What follows belongs to an exercise in optimizing a design on an open flow for small area, a short achievable clock period and few clock cycles; a production flow would make more cautious choices. Function was checked by simulation only, so behaviour that the tests miss may differ from the original. No activity file was given, so power comes from the tool's default toggle rates.

## polder_lanes
module polder_lanes (
    input  wire         clk,
    input  wire         rst,           
    input  wire         in_valid,
    output wire         in_ready,
    input  wire         in_mode,       
    input  wire         in_last,       
    input  wire [31:0]  in_row,        
    input  wire [63:0]  in_col,        
    input  wire [1:0]   in_row_pres,
    input  wire [3:0]   in_col_pres,
    output wire         sh_valid,
    input  wire         sh_release,
    input  wire [2:0]   rd_lane,       
    output wire [33:0]  rd_re,
    output wire [33:0]  rd_im
);
Size: ~9800 cells after synthesis, roughly 1200 flip-flops.
clock: 12.5 ns
lec_check: 0
cap_margin: 20
core_margin: 2
core_utilization: 40
cts_buf_list: sky130_fd_sc_hd__clkbuf_8
place_density: 0.45
slew_margin: 20
synth_hierarchical: 1
standard.sh (not shown) runs the stock make flow with config.mk's settings and CLKGATE_MAP_FILE= SYNTH_SCRIPT=/design/flow/synth_recipe.tcl, a recipe that flattens the netlist after the stock synthesis.
==> flow/flow/run.sh <==
#!/bin/bash
set -e
export SETUP_SLACK_MARGIN=6.2
bash standard.sh MATCH_CELL_FOOTPRINT=0 "BUFFER_PORTS_ARGS=-buffer_cell sky130_fd_sc_hd__buf_2" finish > standard.log 2>&1
Testbench counts at the start, summed over its fixed seeds: cycles 9,410.
==> next run, changes <==
- CTS_BUF_LIST: sky130_fd_sc_hd__clkbuf_8 -> default
- PLACE_DENSITY: 0.45 -> default
After rerunning: The changed run passed the timing, DRC and antenna checks; wire length drops by 7.1%; hold slack improved by 0.021 ns; clock-buffer cell count drops by 73; global-route usage goes down by 2.3 points; synthesized area does not change; synthesized cell count is unchanged; power stays flat; clock power barely changes.

Another version of the RTL of polder_lanes (not shown whole).
Size: ~1,300 flip-flops.
export LEC_CHECK = 0
export CAP_MARGIN = 20
export CORE_MARGIN = 2
export CORE_UTILIZATION = 40
export CTS_BUF_LIST = sky130_fd_sc_hd__clkbuf_8 sky130_fd_sc_hd__clkbuf_16
export CTS_CLUSTER_DIAMETER = 80
export CTS_CLUSTER_SIZE = 20
export PLACE_DENSITY = 0.45
export SLEW_MARGIN = 20
export SYNTH_HIERARCHICAL = 1
create_clock -name core_clock -period 12.5 [get_ports {clk}]
==> flow/flow/run.sh <==
#!/bin/bash
set -e
export SETUP_SLACK_MARGIN=6.3
bash standard.sh MATCH_CELL_FOOTPRINT=0 "BUFFER_PORTS_ARGS=-buffer_cell sky130_fd_sc_hd__buf_2" finish > standard.log 2>&1
Testbench counts at the start, summed over its fixed seeds: cycles 9,418.
==> next run, changes <==
- CORE_UTILIZATION: 40 -> 55
- PLACE_DENSITY: 0.45 -> 0.58
Result:
- The new run completed without violations
- non-clock buffer count went down by 21
- setup slack gets better by 0.033 ns
- cell count came out lower by about 7%

## north
Another version of the RTL of polder_lanes (not shown whole).
For scale: about 11000 cells after synthesis, about 180 I/O pins, roughly 0.11 mm2 of cells after synthesis.
Settings: LEC_CHECK=0, ABC_AREA=1, CAP_MARGIN=20, CORE_MARGIN=2, CORE_UTILIZATION=40, CTS_BUF_LIST=sky130_fd_sc_hd__clkbuf_8 sky130_fd_sc_hd__clkbuf_16, CTS_CLUSTER_DIAMETER=100, CTS_CLUSTER_SIZE=30, PLACE_DENSITY=0.45, SLEW_MARGIN=20, SYNTH_HIERARCHICAL=1; clock period 12.5 ns.
==> flow/flow/run.sh <==
#!/bin/bash
set -e
export SETUP_SLACK_MARGIN=6.2
bash standard.sh MATCH_CELL_FOOTPRINT=0 "BUFFER_PORTS_ARGS=-buffer_cell sky130_fd_sc_hd__buf_2" finish > standard.log 2>&1
Testbench counts of north, summed over its fixed seeds: cycles 9,418.
Here is what was changed in the inputs of south compared with north.
--- a/flow/flow/run.sh
+++ b/flow/flow/run.sh
@@ -3 +3 @@
-export SETUP_SLACK_MARGIN=6.2
+export SETUP_SLACK_MARGIN=6.3
--- a/flow/config.mk
+++ b/flow/config.mk
@@ -8 +7,0 @@
-export ABC_AREA = 1
@@ -13,2 +12,2 @@
-export CTS_CLUSTER_DIAMETER = 100
-export CTS_CLUSTER_SIZE = 30
+export CTS_CLUSTER_DIAMETER = 80
+export CTS_CLUSTER_SIZE = 20
Results
- Each of the runs, namely south and north, reached the end of the flow and came out clean.
- Looking only at cell area, and setting everything else aside, the higher value of south and north goes to north.
- north ended up with rd_lane[1] as its startpoint of the most critical setup path; south ended up with rd_lane[0].
- The non-clock buffer total of the final layout of south exceeds that of north by about 1.7%.
- On normalized max-slew margin: south sits below north.
- Of south and north, the run reporting the lower met1 demand-to-capacity share in global routing was south.

Starting RTL as in the previous note.
Settings: LEC_CHECK=0, CAP_MARGIN=20, CORE_MARGIN=2, CORE_UTILIZATION=55, CTS_BUF_LIST=sky130_fd_sc_hd__clkbuf_8 sky130_fd_sc_hd__clkbuf_16, CTS_CLUSTER_DIAMETER=80, CTS_CLUSTER_SIZE=20, PLACE_DENSITY=0.58, SLEW_MARGIN=20, SYNTH_HIERARCHICAL=1; clock period 12.5 ns.
==> flow/flow/run.sh <==
#!/bin/bash
set -e
export SETUP_SLACK_MARGIN=6.3
bash standard.sh MATCH_CELL_FOOTPRINT=0 "BUFFER_PORTS_ARGS=-buffer_cell sky130_fd_sc_hd__buf_2" finish > standard.log 2>&1
Testbench counts at the start, summed over its fixed seeds: cycles 9,418.
==> next run, changes <==
--- a/flow/flow/run.sh
+++ b/flow/flow/run.sh
@@ -3 +3 @@
-export SETUP_SLACK_MARGIN=6.3
+export SETUP_SLACK_MARGIN=6.2
--- a/flow/config.mk
+++ b/flow/config.mk
@@ -10 +10 @@
-export CORE_UTILIZATION = 55
+export CORE_UTILIZATION = 40
@@ -12,3 +12,3 @@
-export CTS_CLUSTER_DIAMETER = 80
-export CTS_CLUSTER_SIZE = 20
-export PLACE_DENSITY = 0.58
+export CTS_CLUSTER_DIAMETER = 100
+export CTS_CLUSTER_SIZE = 30
+export PLACE_DENSITY = 0.45
After rerunning:
- The changed run finished clean
- combinational power stays flat
- count of clock-buffer cells in the layout is lower by 19
- wire length is higher by 4.8%
- cell area is higher by 0.63%

## afterwards: timing with drivers on the ports
No port has a modelled driver above. Below, the same layouts with a new extraction and two added sets of constraints. Step 1 assumes that a clkbuf_16 drives the clock port and a buf_2 every other input. Step 2 adds t to the input delays and takes it off the output delays; t is the mean of the earliest and latest rising clock arrival at the registers after step 1. Input paths then give back, and output paths get back, about the clock's delay inside the block. a / b / c = ideal ports / drivers / drivers and shift; a / b = the first two.
run	shift t [ns]	setup WS [ns]	hold WS [ns]	worst slew at a driven data input, ns
the first run of note 1	1.143	5.923 / 5.494 / 5.494	0.395 / 0.395 / 0.395	0.53
the second run of note 1	0.956	5.889 / 5.562 / 5.562	0.416 / 0.416 / 0.416	0.47
the first run of note 2	0.897	5.985 / 5.898 / 5.898	0.407 / 0.407 / 0.407	0.18
the second run of note 2	0.865	6.018 / 5.905 / 5.905	0.411 / 0.411 / 0.411	0.17
north	0.861	6.217 / 5.700 / 5.700	0.411 / 0.411 / 0.411	0.67
south	0.914	5.984 / 5.660 / 5.660	0.415 / 0.415 / 0.415	0.49
the first run of note 4	0.881	6.089 / 5.418 / 5.418	0.416 / 0.416 / 0.416	0.78
the second run of note 4	0.873	5.973 / 5.729 / 5.729	0.413 / 0.413 / 0.413	0.31
After both steps every run listed still meets setup and hold. For the first run of note 4, which loses most, drivers alone change the setup slack by -0.671 ns; drivers and shift together by -0.671 ns.
